Source: an optimization exercise on an open RTL-to-GDS flow (aim: small area, a short achievable clock period and few clock cycles per item). Production flows keep margins and buffers that such runs may drop. Function was checked by simulation only, so behaviour that the tests miss may differ from the original. Power is estimated from default activity; no workload was simulated.

==> job 2813 <==
==> flow/design.v <==
module ck_unit (
    input  wire        clk,
    input  wire        rst,        
    input  wire        wr_en,
    input  wire [4:0]  wr_addr,    
    input  wire [31:0] wr_data,
    input  wire [4:0]  rd_addr,
    output wire [31:0] rd_data,
    output wire        busy
);
    localparam [4:0] A_CFG     = 5'd0,
                     A_POLY    = 5'd1,
                     A_INIT    = 5'd2,
                     A_XOROUT  = 5'd3,
                     A_VAL0    = 5'd4,
                     A_VAL1    = 5'd5,
                     A_VALTOP  = 5'd6,
                     A_RES0    = 5'd7,
                     A_RES1    = 5'd8,
                     A_CTL     = 5'd9,
                     A_LOAD0   = 5'd10,
                     A_LOAD1   = 5'd11,
                     A_DATA8   = 5'd12,
                     A_DATA16  = 5'd13,
                     A_DATA32  = 5'd14,
                     A_SWDROP  = 5'd17,
                     A_BAD     = 5'd30,
                     A_REFUSED = 5'd31;
    localparam [31:0] RP_C32C = 32'h82F6_3B78, G_C32C = 32'hDEA7_13F1;
    localparam [31:0] RP_C32  = 32'hEDB8_8320, G_C32  = 32'hF701_1641;
    localparam [31:0] RP_C16  = 32'h0000_8408, G_C16  = 32'h1C58_1911;
    localparam [31:0] RP_C64L = 32'hD787_0F42, G_C64  = 32'h1729_63D5;
    localparam [31:0] RP_C64H = 32'hC96C_5795;
    reg [31:0] cfg;
    reg [31:0] upoly;
    reg [31:0] uinit;
    reg [31:0] uxorout;
    reg [31:0] load0;
    reg [31:0] load1;
    reg [63:0] u;           
    reg [7:0]  seq;
    reg [31:0] sw_drop;
    reg [31:0] bad;
    reg [31:0] refused;
    reg [31:0] g;           
    reg [1:0]  nst;         
    reg        refl;        
    assign busy = refl | (nst != 2'd0);
    reg         is_user;
    reg         is_64;
    reg         sw_mode;
    reg         cur_refin;
    reg         cur_refout;
    reg  [4:0]  cur_sh;      
    function [31:0] rev32(input [31:0] x);
        integer i;
        for (i = 0; i < 32; i = i + 1)
            rev32[i] = x[31 - i];
    endfunction
    function [63:0] width_mask(input [31:0] c);
        case (c[2:0])
            3'd2:    width_mask = 64'h0000_0000_0000_FFFF;
            3'd3:    width_mask = 64'hFFFF_FFFF_FFFF_FFFF;
            3'd4:    width_mask = {32'd0, 32'hFFFF_FFFF >> ~c[9:5]};
            default: width_mask = 64'h0000_0000_FFFF_FFFF;
        endcase
    endfunction
    function sel_refin(input [31:0] c);
        sel_refin = (c[2:0] == 3'd4) ? c[10] : (c[2:0] != 3'd2);
    endfunction
    function [63:0] fixed_init(input [1:0] p);
        case (p)
            2'd2:    fixed_init = 64'h0000_0000_0000_FFFF;
            2'd3:    fixed_init = 64'hFFFF_FFFF_FFFF_FFFF;
            default: fixed_init = 64'h0000_0000_FFFF_FFFF;
        endcase
    endfunction
    wire [63:0] cur_mask = width_mask(cfg);
    wire [31:0] rp_user = rev32(upoly) >> cur_sh;
    wire [31:0] u_refl  = rev32(u[31:0]) >> cur_sh;
    reg [31:0] rp;          
    reg [31:0] gsel;        
    always @(*) begin
        case (cfg[2:0])
            3'd0:    begin rp = RP_C32C; gsel = G_C32C; end
            3'd1:    begin rp = RP_C32;  gsel = G_C32;  end
            3'd2:    begin rp = RP_C16;  gsel = G_C16;  end
            3'd3:    begin rp = RP_C64L; gsel = G_C64;  end
            default: begin rp = rp_user; gsel = g;      end
        endcase
    end
    integer i, j;
    reg [31:0] d_in;
    always @(*) begin
        for (i = 0; i < 32; i = i + 1)
            d_in[i] = cur_refin ? wr_data[i] : wr_data[(i & ~7) + 7 - (i & 7)];
    end
    wire [31:0] x = u[31:0] ^ d_in;
    wire newton = (nst != 2'd0);
    reg [7:0] g8;
    always @(*) begin
        g8 = 8'd1;
        for (i = 1; i < 8; i = i + 1)
            for (j = 0; j < i; j = j + 1)
                g8[i] = g8[i] ^ (g8[j] & rp[i - 1 - j]);
    end
    reg [31:0] ca;          
    reg [31:0] ga;          
    always @(*) begin
        if (newton)
            ca = {rp[30:0], 1'b1};
        else if (wr_addr[1])             
            ca = x;                      
        else if (wr_addr[0])             
            ca = {x[15:0], 16'd0};
        else                             
            ca = {x[7:0], 24'd0};
        ga = 32'd0;
        if (!newton)
            ga = gsel;
        else if (nst == 2'd1)
            for (i = 0; i < 8; i = i + 1) ga[2 * i] = g8[i];
        else
            for (i = 0; i < 16; i = i + 1) ga[2 * i] = g[i];
    end
    wire [31:0] f;
    wire [31:0] bl;
    wire [62:0] ph;
    ck_mul mul (.ca(ca), .ga(ga), .rp(rp), .is_64(is_64), .f(f), .bl(bl), .ph(ph));
    reg [63:0] u_shift;
    always @(*) begin
        if (wr_addr[1])
            u_shift = u >> 32;
        else if (wr_addr[0])
            u_shift = u >> 16;
        else
            u_shift = u >> 8;
    end
    wire [63:0] u_fold = u_shift ^ {32'd0, bl} ^ {ph, 1'b0};
    wire [31:0] val0 = cur_refin ? u[31:0] : u_refl;
    wire [63:0] xo   = is_user ? {32'd0, uxorout & cur_mask[31:0]} :
                       (cfg[2:0] == 3'd2) ? 64'd0 :
                       is_64 ? 64'hFFFF_FFFF_FFFF_FFFF : 64'h0000_0000_FFFF_FFFF;
    wire [31:0] res0 = (cur_refout ? u[31:0] : u_refl) ^ xo[31:0];
    wire [31:0] res1 = u[63:32] ^ xo[63:32];
    wire cfg_bad = (wr_data[2:0] > 3'd4) ||
                   (wr_data[2:0] == 3'd4 && wr_data[9:5] < 5'd7) ||
                   (wr_data[17:16] == 2'd3);
    always @(posedge clk) begin
        if (rst) begin
            cfg     <= 32'd0;
            upoly   <= 32'd0;
            uinit   <= 32'd0;
            uxorout <= 32'd0;
            load0   <= 32'd0;
            load1   <= 32'd0;
            u       <= 64'h0000_0000_FFFF_FFFF;
            seq     <= 8'd0;
            sw_drop <= 32'd0;
            bad     <= 32'd0;
            refused <= 32'd0;
            nst     <= 2'd0;
            refl    <= 1'b0;
        end else if (busy) begin
            if (refl) begin
                u    <= {32'd0, u_refl};
                refl <= 1'b0;
            end
            if (nst != 2'd0) begin
                g   <= f;
                nst <= (nst == 2'd1) ? 2'd2 : 2'd0;
            end
        end else if (wr_en) begin
            case (wr_addr)
                A_CFG: begin
                    if (cfg_bad) begin
                        refused <= refused + 32'd1;
                    end else begin
                        cfg <= wr_data;
                        if (wr_data[17:16] == 2'd0) begin
                            seq <= seq + 8'd1;
                            if (wr_data[2:0] == 3'd4) begin
                                u    <= {32'd0, uinit};
                                refl <= 1'b1;
                                nst  <= 2'd1;
                            end else begin
                                u <= fixed_init(wr_data[1:0]);
                            end
                        end else begin
                            u    <= {u[63:32], val0} & width_mask(wr_data);
                            refl <= !sel_refin(wr_data);
                        end
                    end
                end
                A_POLY: begin
                    upoly <= wr_data;
                    if (is_user) nst <= 2'd1;
                end
                A_INIT:   uinit   <= wr_data;
                A_XOROUT: uxorout <= wr_data;
                A_LOAD0:  load0   <= wr_data;
                A_LOAD1:  load1   <= wr_data;
                A_CTL: begin
                    if (!sw_mode) begin
                        sw_drop <= sw_drop + 32'd1;
                    end else if (wr_data == 32'd1) begin
                        seq <= seq + 8'd1;
                        if (is_user) begin
                            u    <= {32'd0, uinit};
                            refl <= 1'b1;
                        end else begin
                            u <= fixed_init(cfg[1:0]);
                        end
                    end else if (wr_data == 32'd2) begin
                        seq  <= seq + 8'd1;
                        u    <= {load1, load0} & cur_mask;
                        refl <= !cur_refin;
                    end else begin
                        bad <= bad + 32'd1;
                    end
                end
                A_DATA8, A_DATA16, A_DATA32: begin
                    if (!sw_mode) begin
                        sw_drop <= sw_drop + 32'd1;
                    end else begin
                        seq <= seq + 8'd1;
                        u   <= u_fold;
                    end
                end
                default: bad <= bad + 32'd1;
            endcase
        end
    end
    wire        we_cfg  = wr_en && !busy && (wr_addr == A_CFG) && !cfg_bad;
    wire        wd_user = (wr_data[2:0] == 3'd4);
    always @(posedge clk) begin
        if (rst) begin
            is_user    <= 1'b0;
            is_64      <= 1'b0;
            sw_mode    <= 1'b1;
            cur_refin  <= 1'b1;
            cur_refout <= 1'b1;
            cur_sh     <= 5'd16;
        end else if (we_cfg) begin
            is_user    <= wd_user;
            is_64      <= (wr_data[2:0] == 3'd3);
            sw_mode    <= (wr_data[17:16] == 2'd0);
            cur_refin  <= wd_user ? wr_data[10] : (wr_data[2:0] != 3'd2);
            cur_refout <= wd_user ? wr_data[11] : (wr_data[2:0] != 3'd2);
            cur_sh     <= wd_user ? ~wr_data[9:5] : 5'd16;
        end
    end
    ck_rdmux rdmux (
        .rd_addr(rd_addr), .cfg(cfg), .upoly(upoly), .uinit(uinit), .uxorout(uxorout),
        .val0(val0), .val1(u[63:32]), .seq(seq), .res0(res0), .res1(res1),
        .sw_drop(sw_drop), .bad(bad), .refused(refused), .rd_data(rd_data)
    );
endmodule
module ck_rdmux (
    input  wire [4:0]  rd_addr,
    input  wire [31:0] cfg,
    input  wire [31:0] upoly,
    input  wire [31:0] uinit,
    input  wire [31:0] uxorout,
    input  wire [31:0] val0,
    input  wire [31:0] val1,
    input  wire [7:0]  seq,
    input  wire [31:0] res0,
    input  wire [31:0] res1,
    input  wire [31:0] sw_drop,
    input  wire [31:0] bad,
    input  wire [31:0] refused,
    output reg  [31:0] rd_data
);
    always @(*) begin
        rd_data = ({32{rd_addr == 5'd0}}  & cfg)      |
                  ({32{rd_addr == 5'd1}}  & upoly)    |
                  ({32{rd_addr == 5'd2}}  & uinit)    |
                  ({32{rd_addr == 5'd3}}  & uxorout)  |
                  ({32{rd_addr == 5'd4}}  & val0)     |
                  ({32{rd_addr == 5'd5}}  & val1)     |
                  ({32{rd_addr == 5'd6}}  & {seq, 24'd0}) |
                  ({32{rd_addr == 5'd7}}  & res0)     |
                  ({32{rd_addr == 5'd8}}  & res1)     |
                  ({32{rd_addr == 5'd17}} & sw_drop)  |
                  ({32{rd_addr == 5'd30}} & bad)      |
                  ({32{rd_addr == 5'd31}} & refused);
    end
endmodule
module ck_mul (
    input  wire [31:0] ca,
    input  wire [31:0] ga,
    input  wire [31:0] rp,
    input  wire        is_64,
    output reg  [31:0] f,
    output reg  [31:0] bl,
    output reg  [62:0] ph
);
    localparam [31:0] RP_C64H = 32'hC96C_5795;
    integer i, j;
    function [31:0] rev32(input [31:0] v);
        integer k;
        for (k = 0; k < 32; k = k + 1) rev32[k] = v[31 - k];
    endfunction
    wire [31:0] ga_r = rev32(ga);
    always @(*) begin
        for (i = 0; i < 32; i = i + 1)
            f[i] = ^(ca & (ga_r >> (31 - i)));
    end
    wire [31:0] rp_r = rev32(rp);
    always @(*) begin
        for (i = 0; i < 32; i = i + 1)
            bl[i] = ^((f >> i) & rp_r);
    end
    wire [31:0] f64 = f & {32{is_64}};
    always @(*) begin
        for (i = 0; i < 63; i = i + 1) begin
            ph[i] = 1'b0;
            for (j = 0; j < 32; j = j + 1)
                if (RP_C64H[j] && i - j >= 0 && i - j < 32)
                    ph[i] = ph[i] ^ f64[i - j];
        end
    end
endmodule
==> flow/flow/run.sh <==
#!/bin/bash
set -euo pipefail
bash standard.sh SYNTH_SCRIPT="$PWD/flow/my_synth.tcl" SETUP_SLACK_MARGIN=9 finish > orfs_flow.log 2>&1
==> flow/flow/my_synth.tcl <==
proc synth {args} { yosys synth -nofsm -noshare {*}$args }
# ORFS's synthesis (SYNTH_HIERARCHICAL 1), mapping all but module ck_mul with Yosys's own abc script
proc my_abc_args {args_in} {
  set out {}
  set skip 0
  foreach a $args_in {
    if {$skip} { set skip 0; continue }
    if {$a eq "-script"} { set skip 1; continue }
    lappend out $a
  }
  return $out
}
set fp [open $::env(SCRIPTS_DIR)/synth.tcl r]
set txt [read $fp]
close $fp
# the multiplier module is mapped exactly as the standard synthesis maps it; the rest of the
# design with Yosys's own ABC script
if {![regsub {log_cmd abc \{\*\}\$abc_args} $txt {log_cmd abc {*}$abc_args ck_mul
log_cmd abc {*}[my_abc_args $abc_args] ck_unit ck_rdmux} txt]} { error "abc call not found" }
eval $txt
# left out here: clear keep_hierarchy, flatten, clean up, hide names made inside functions, write 1_2_yosys.v
==> flow/standard.sh <==
#!/bin/bash
# synth_recipe.tcl (not shown) runs the flow's synth.tcl, then flattens the netlist and writes it again
# the make line also repeats each setting of config.mk as NAME=value (left out here)
make -C /OpenROAD-flow-scripts/flow DESIGN_CONFIG=/design/flow/config.mk WORK_HOME=/design/flow/orfs CLKGATE_MAP_FILE= SYNTH_SCRIPT=/design/flow/synth_recipe.tcl "${@:-finish}"
==> flow/config.mk <==
export PLATFORM = sky130hd
export DESIGN_NAME = ck_unit
export DESIGN_NICKNAME = ck_unit
export VERILOG_FILES = /design/flow/design.v
export SDC_FILE = /design/flow/constraint.sdc
export NUM_CORES = 4
export LEC_CHECK = 0
export CAP_MARGIN = 20
export CORE_MARGIN = 2
export CORE_UTILIZATION = 45
export PLACE_DENSITY = 0.6
export SETUP_SLACK_MARGIN = 1.5
export SLEW_MARGIN = 20
export SYNTH_HIERARCHICAL = 1
==> flow/constraint.sdc <==
create_clock -name core_clock -period 18.0 [get_ports {clk}]
set_input_delay 3.6000 -clock core_clock [delete_from_list [all_inputs] [get_ports {clk}]]
set_output_delay 3.6000 -clock core_clock [all_outputs]
set_load 0.01 [all_outputs]
==> job 530: changes against job 2813 <==
--- a/flow/design.v
+++ b/flow/design.v
@@ -6,5 +6,5 @@
     input  wire [31:0] wr_data,
     input  wire [4:0]  rd_addr,
-    output wire [31:0] rd_data,
+    output reg  [31:0] rd_data,
     output wire        busy
 );
@@ -47,10 +47,10 @@
     reg        refl;        
     assign busy = refl | (nst != 2'd0);
-    reg         is_user;
-    reg         is_64;
-    reg         sw_mode;
-    reg         cur_refin;
-    reg         cur_refout;
-    reg  [4:0]  cur_sh;      
+    wire        is_user  = (cfg[2:0] == 3'd4);
+    wire        is_64    = (cfg[2:0] == 3'd3);
+    wire        sw_mode  = (cfg[17:16] == 2'd0);
+    wire        cur_refin  = is_user ? cfg[10] : (cfg[2:0] != 3'd2);
+    wire        cur_refout = is_user ? cfg[11] : (cfg[2:0] != 3'd2);
+    wire [4:0]  cur_sh   = is_user ? ~cfg[9:5] : 5'd16;
     function [31:0] rev32(input [31:0] x);
         integer i;
@@ -97,5 +97,5 @@
     end
     wire [31:0] x = u[31:0] ^ d_in;
-    wire newton = (nst != 2'd0);
+    wire newton = nst[1];
     reg [7:0] g8;
     always @(*) begin
@@ -110,30 +110,49 @@
         if (newton)
             ca = {rp[30:0], 1'b1};
-        else if (wr_addr[1])             
-            ca = x;                      
-        else if (wr_addr[0])             
+        else if (wr_addr == A_DATA8)
+            ca = {x[7:0], 24'd0};
+        else if (wr_addr == A_DATA16)
             ca = {x[15:0], 16'd0};
-        else                             
-            ca = {x[7:0], 24'd0};
+        else
+            ca = x;
         ga = 32'd0;
         if (!newton)
             ga = gsel;
-        else if (nst == 2'd1)
-            for (i = 0; i < 8; i = i + 1) ga[2 * i] = g8[i];
         else
-            for (i = 0; i < 16; i = i + 1) ga[2 * i] = g[i];
-    end
-    wire [31:0] f;
-    wire [31:0] bl;
-    wire [62:0] ph;
-    ck_mul mul (.ca(ca), .ga(ga), .rp(rp), .is_64(is_64), .f(f), .bl(bl), .ph(ph));
+            for (i = 0; i < 16; i = i + 1) ga[2 * i] = g[i] & (nst[0] || i < 8);
+    end
+    function [31:0] rev_ga(input [31:0] v);
+        integer k;
+        for (k = 0; k < 32; k = k + 1) rev_ga[k] = v[31 - k];
+    endfunction
+    wire [31:0] ga_r = rev_ga(ga);
+    reg [31:0] f;
+    always @(*) begin
+        for (i = 0; i < 32; i = i + 1)
+            f[i] = ^(ca & (ga_r >> (31 - i)));
+    end
+    wire [31:0] rp_r = rev_ga(rp);
+    reg [31:0] bl;
+    always @(*) begin
+        for (i = 0; i < 32; i = i + 1)
+            bl[i] = ^((f >> i) & rp_r);
+    end
+    wire [31:0] f64 = f & {32{is_64}};
+    reg [62:0] ph;
+    always @(*) begin
+        for (i = 0; i < 63; i = i + 1) begin
+            ph[i] = 1'b0;
+            for (j = 0; j < 32; j = j + 1)
+                if (RP_C64H[j] && i - j >= 0 && i - j < 32)
+                    ph[i] = ph[i] ^ f64[i - j];
+        end
+    end
     reg [63:0] u_shift;
     always @(*) begin
-        if (wr_addr[1])
-            u_shift = u >> 32;
-        else if (wr_addr[0])
-            u_shift = u >> 16;
-        else
-            u_shift = u >> 8;
+        case (wr_addr)
+            A_DATA8:  u_shift = u >> 8;
+            A_DATA16: u_shift = u >> 16;
+            default:  u_shift = u >> 32;
+        endcase
     end
     wire [63:0] u_fold = u_shift ^ {32'd0, bl} ^ {ph, 1'b0};
@@ -167,8 +186,10 @@
                 refl <= 1'b0;
             end
-            if (nst != 2'd0) begin
-                g   <= f;
-                nst <= (nst == 2'd1) ? 2'd2 : 2'd0;
-            end
+            if (nst == 2'd1)
+                g[7:0] <= g8;
+            else if (nst != 2'd0)
+                g <= f;
+            if (nst != 2'd0)
+                nst <= (nst == 2'd3) ? 2'd0 : nst + 2'd1;
         end else if (wr_en) begin
             case (wr_addr)
@@ -232,93 +253,17 @@
         end
     end
-    wire        we_cfg  = wr_en && !busy && (wr_addr == A_CFG) && !cfg_bad;
-    wire        wd_user = (wr_data[2:0] == 3'd4);
-    always @(posedge clk) begin
-        if (rst) begin
-            is_user    <= 1'b0;
-            is_64      <= 1'b0;
-            sw_mode    <= 1'b1;
-            cur_refin  <= 1'b1;
-            cur_refout <= 1'b1;
-            cur_sh     <= 5'd16;
-        end else if (we_cfg) begin
-            is_user    <= wd_user;
-            is_64      <= (wr_data[2:0] == 3'd3);
-            sw_mode    <= (wr_data[17:16] == 2'd0);
-            cur_refin  <= wd_user ? wr_data[10] : (wr_data[2:0] != 3'd2);
-            cur_refout <= wd_user ? wr_data[11] : (wr_data[2:0] != 3'd2);
-            cur_sh     <= wd_user ? ~wr_data[9:5] : 5'd16;
-        end
-    end
-    ck_rdmux rdmux (
-        .rd_addr(rd_addr), .cfg(cfg), .upoly(upoly), .uinit(uinit), .uxorout(uxorout),
-        .val0(val0), .val1(u[63:32]), .seq(seq), .res0(res0), .res1(res1),
-        .sw_drop(sw_drop), .bad(bad), .refused(refused), .rd_data(rd_data)
-    );
+    always @(*) begin
+        rd_data = ({32{rd_addr == A_CFG}}     & cfg)      |
+                  ({32{rd_addr == A_POLY}}    & upoly)    |
+                  ({32{rd_addr == A_INIT}}    & uinit)    |
+                  ({32{rd_addr == A_XOROUT}}  & uxorout)  |
+                  ({32{rd_addr == A_VAL0}}    & val0)     |
+                  ({32{rd_addr == A_VAL1}}    & u[63:32]) |
+                  ({32{rd_addr == A_VALTOP}}  & {seq, 24'd0}) |
+                  ({32{rd_addr == A_RES0}}    & res0)     |
+                  ({32{rd_addr == A_RES1}}    & res1)     |
+                  ({32{rd_addr == A_SWDROP}}  & sw_drop)  |
+                  ({32{rd_addr == A_BAD}}     & bad)      |
+                  ({32{rd_addr == A_REFUSED}} & refused);
+    end
 endmodule
-module ck_rdmux (
-    input  wire [4:0]  rd_addr,
-    input  wire [31:0] cfg,
-    input  wire [31:0] upoly,
-    input  wire [31:0] uinit,
-    input  wire [31:0] uxorout,
-    input  wire [31:0] val0,
-    input  wire [31:0] val1,
-    input  wire [7:0]  seq,
-    input  wire [31:0] res0,
-    input  wire [31:0] res1,
-    input  wire [31:0] sw_drop,
-    input  wire [31:0] bad,
-    input  wire [31:0] refused,
-    output reg  [31:0] rd_data
-);
-    always @(*) begin
-        rd_data = ({32{rd_addr == 5'd0}}  & cfg)      |
-                  ({32{rd_addr == 5'd1}}  & upoly)    |
-                  ({32{rd_addr == 5'd2}}  & uinit)    |
-                  ({32{rd_addr == 5'd3}}  & uxorout)  |
-                  ({32{rd_addr == 5'd4}}  & val0)     |
-                  ({32{rd_addr == 5'd5}}  & val1)     |
-                  ({32{rd_addr == 5'd6}}  & {seq, 24'd0}) |
-                  ({32{rd_addr == 5'd7}}  & res0)     |
-                  ({32{rd_addr == 5'd8}}  & res1)     |
-                  ({32{rd_addr == 5'd17}} & sw_drop)  |
-                  ({32{rd_addr == 5'd30}} & bad)      |
-                  ({32{rd_addr == 5'd31}} & refused);
-    end
-endmodule
-module ck_mul (
-    input  wire [31:0] ca,
-    input  wire [31:0] ga,
-    input  wire [31:0] rp,
-    input  wire        is_64,
-    output reg  [31:0] f,
-    output reg  [31:0] bl,
-    output reg  [62:0] ph
-);
-    localparam [31:0] RP_C64H = 32'hC96C_5795;
-    integer i, j;
-    function [31:0] rev32(input [31:0] v);
-        integer k;
-        for (k = 0; k < 32; k = k + 1) rev32[k] = v[31 - k];
-    endfunction
-    wire [31:0] ga_r = rev32(ga);
-    always @(*) begin
-        for (i = 0; i < 32; i = i + 1)
-            f[i] = ^(ca & (ga_r >> (31 - i)));
-    end
-    wire [31:0] rp_r = rev32(rp);
-    always @(*) begin
-        for (i = 0; i < 32; i = i + 1)
-            bl[i] = ^((f >> i) & rp_r);
-    end
-    wire [31:0] f64 = f & {32{is_64}};
-    always @(*) begin
-        for (i = 0; i < 63; i = i + 1) begin
-            ph[i] = 1'b0;
-            for (j = 0; j < 32; j = j + 1)
-                if (RP_C64H[j] && i - j >= 0 && i - j < 32)
-                    ph[i] = ph[i] ^ f64[i - j];
-        end
-    end
-endmodule
==> flow/flow/my_synth.tcl (replaced) <==
proc synth {args} { yosys synth -nofsm -noshare {*}$args }
# ORFS's synthesis, mapping with yosys's own abc script in place of ORFS's
proc my_abc_args {args_in} {
  set out {}
  set skip 0
  foreach a $args_in {
    if {$skip} { set skip 0; continue }
    if {$a eq "-script"} { set skip 1; continue }
    lappend out $a
  }
  return $out
}
set fp [open $::env(SCRIPTS_DIR)/synth.tcl r]
set txt [read $fp]
close $fp
if {![regsub {log_cmd abc \{\*\}\$abc_args} $txt {log_cmd abc {*}[my_abc_args $abc_args]} txt]} { error "abc call not found" }
eval $txt
# left out here: clear keep_hierarchy, flatten, clean up, hide names made inside functions, write 1_2_yosys.v
CORE_UTILIZATION = 30   (was 45)
PLACE_DENSITY = 0.4   (was 0.6)
SYNTH_HIERARCHICAL = not set   (was 1)
==> comparison table <==
| metric | job 530 | job 2813 |
|---|---|---|
| Net count of the finished layout | 6256 | 6207 |
| Clock skew | 0.0516 ns | 0.0842 ns |
| Wire length on met1 | 121000 um | 88300 um |
| Run status | no timing/DRC/antenna violations | no timing/DRC/antenna violations |
| Period Utilization, post-route | 51.8% | 49.9% |
| Worst endpoint data arrival time | 5.72 ns | 5.39 ns |
| Start point of the critical path | rd_addr[1] | rd_addr[2] |
| Number of buffers inserted by post-CTS setup repair | 23 | 22 |
| Area fraction of clock buffers and clock inverters | 3.57% | 3.41% |
| Endpoint of the worst setup timing path | rd_data[9] | rd_data[21] |
| Comb pwr share | 83.5% | 84.0% |
| Largest net degree at the start of global routing | 87 | 168 |
| Pwr Density | 247 nW/um2 | 256 nW/um2 |
| DR vias | 49100 | 49000 |
| Cell Rows | 142 | 116 |
| Core area | 150000 um2 | 100000 um2 |
| Mapped Avg Cell Area | 7.21 um2 | 7.16 um2 |
| Power in the clock group | 0.00119 W | 0.00109 W |
| 1st-pass router iterations | 14 | 10 |
| Tap cell count | 2016 | 1298 |
| Cells after synthesis | 6268 | 6345 |
| Worst Hold End | u[38] | load1[21] |
| Routed met2 length | 115000 um | 93300 um |
| Number of ordinary and repair buffers in the finished layout | 422 | 330 |
| Count of state elements after synthesis | 395 | 405 |
| Dpl cell area | 48500 um2 | 47200 um2 |
Testbench counts of job 2813, summed over its fixed seeds: cycles 5,007, bytes 13,820.
Testbench counts of job 530, summed over its fixed seeds: cycles 5,088, bytes 13,820.

[what the ideal ports hide]
The flow's constraints put no driver on any port. The routed layouts listed below were extracted and timed again, unchanged, in two steps. Step 1, drivers: a clkbuf_16 drives clk and a buf_2 each remaining input, both assumed. Step 2 also shifts input and output timing later by t, the mid clock arrival at the registers, as if the neighbouring blocks saw the same clock. Slacks: ideal ports / drivers / drivers and shift; pairs: ideal ports / drivers.
run | shift t [ns] | setup WS [ns] | clock arrival spread, ns | worst data-port slew with drivers (ns) | pins driven straight from the clock port
job 2813 | 0.694 | 9.012 / 8.987 / 8.462 | 0.084 / 0.084 | 0.11 | 1
job 530 | 0.748 | 8.680 / 8.642 / 8.294 | 0.054 / 0.054 | 0.25 | 1
After both steps every run listed still meets setup and hold. The setup slack of job 2813, which loses most, moves by -0.025 ns with the drivers and by -0.550 ns with both steps.
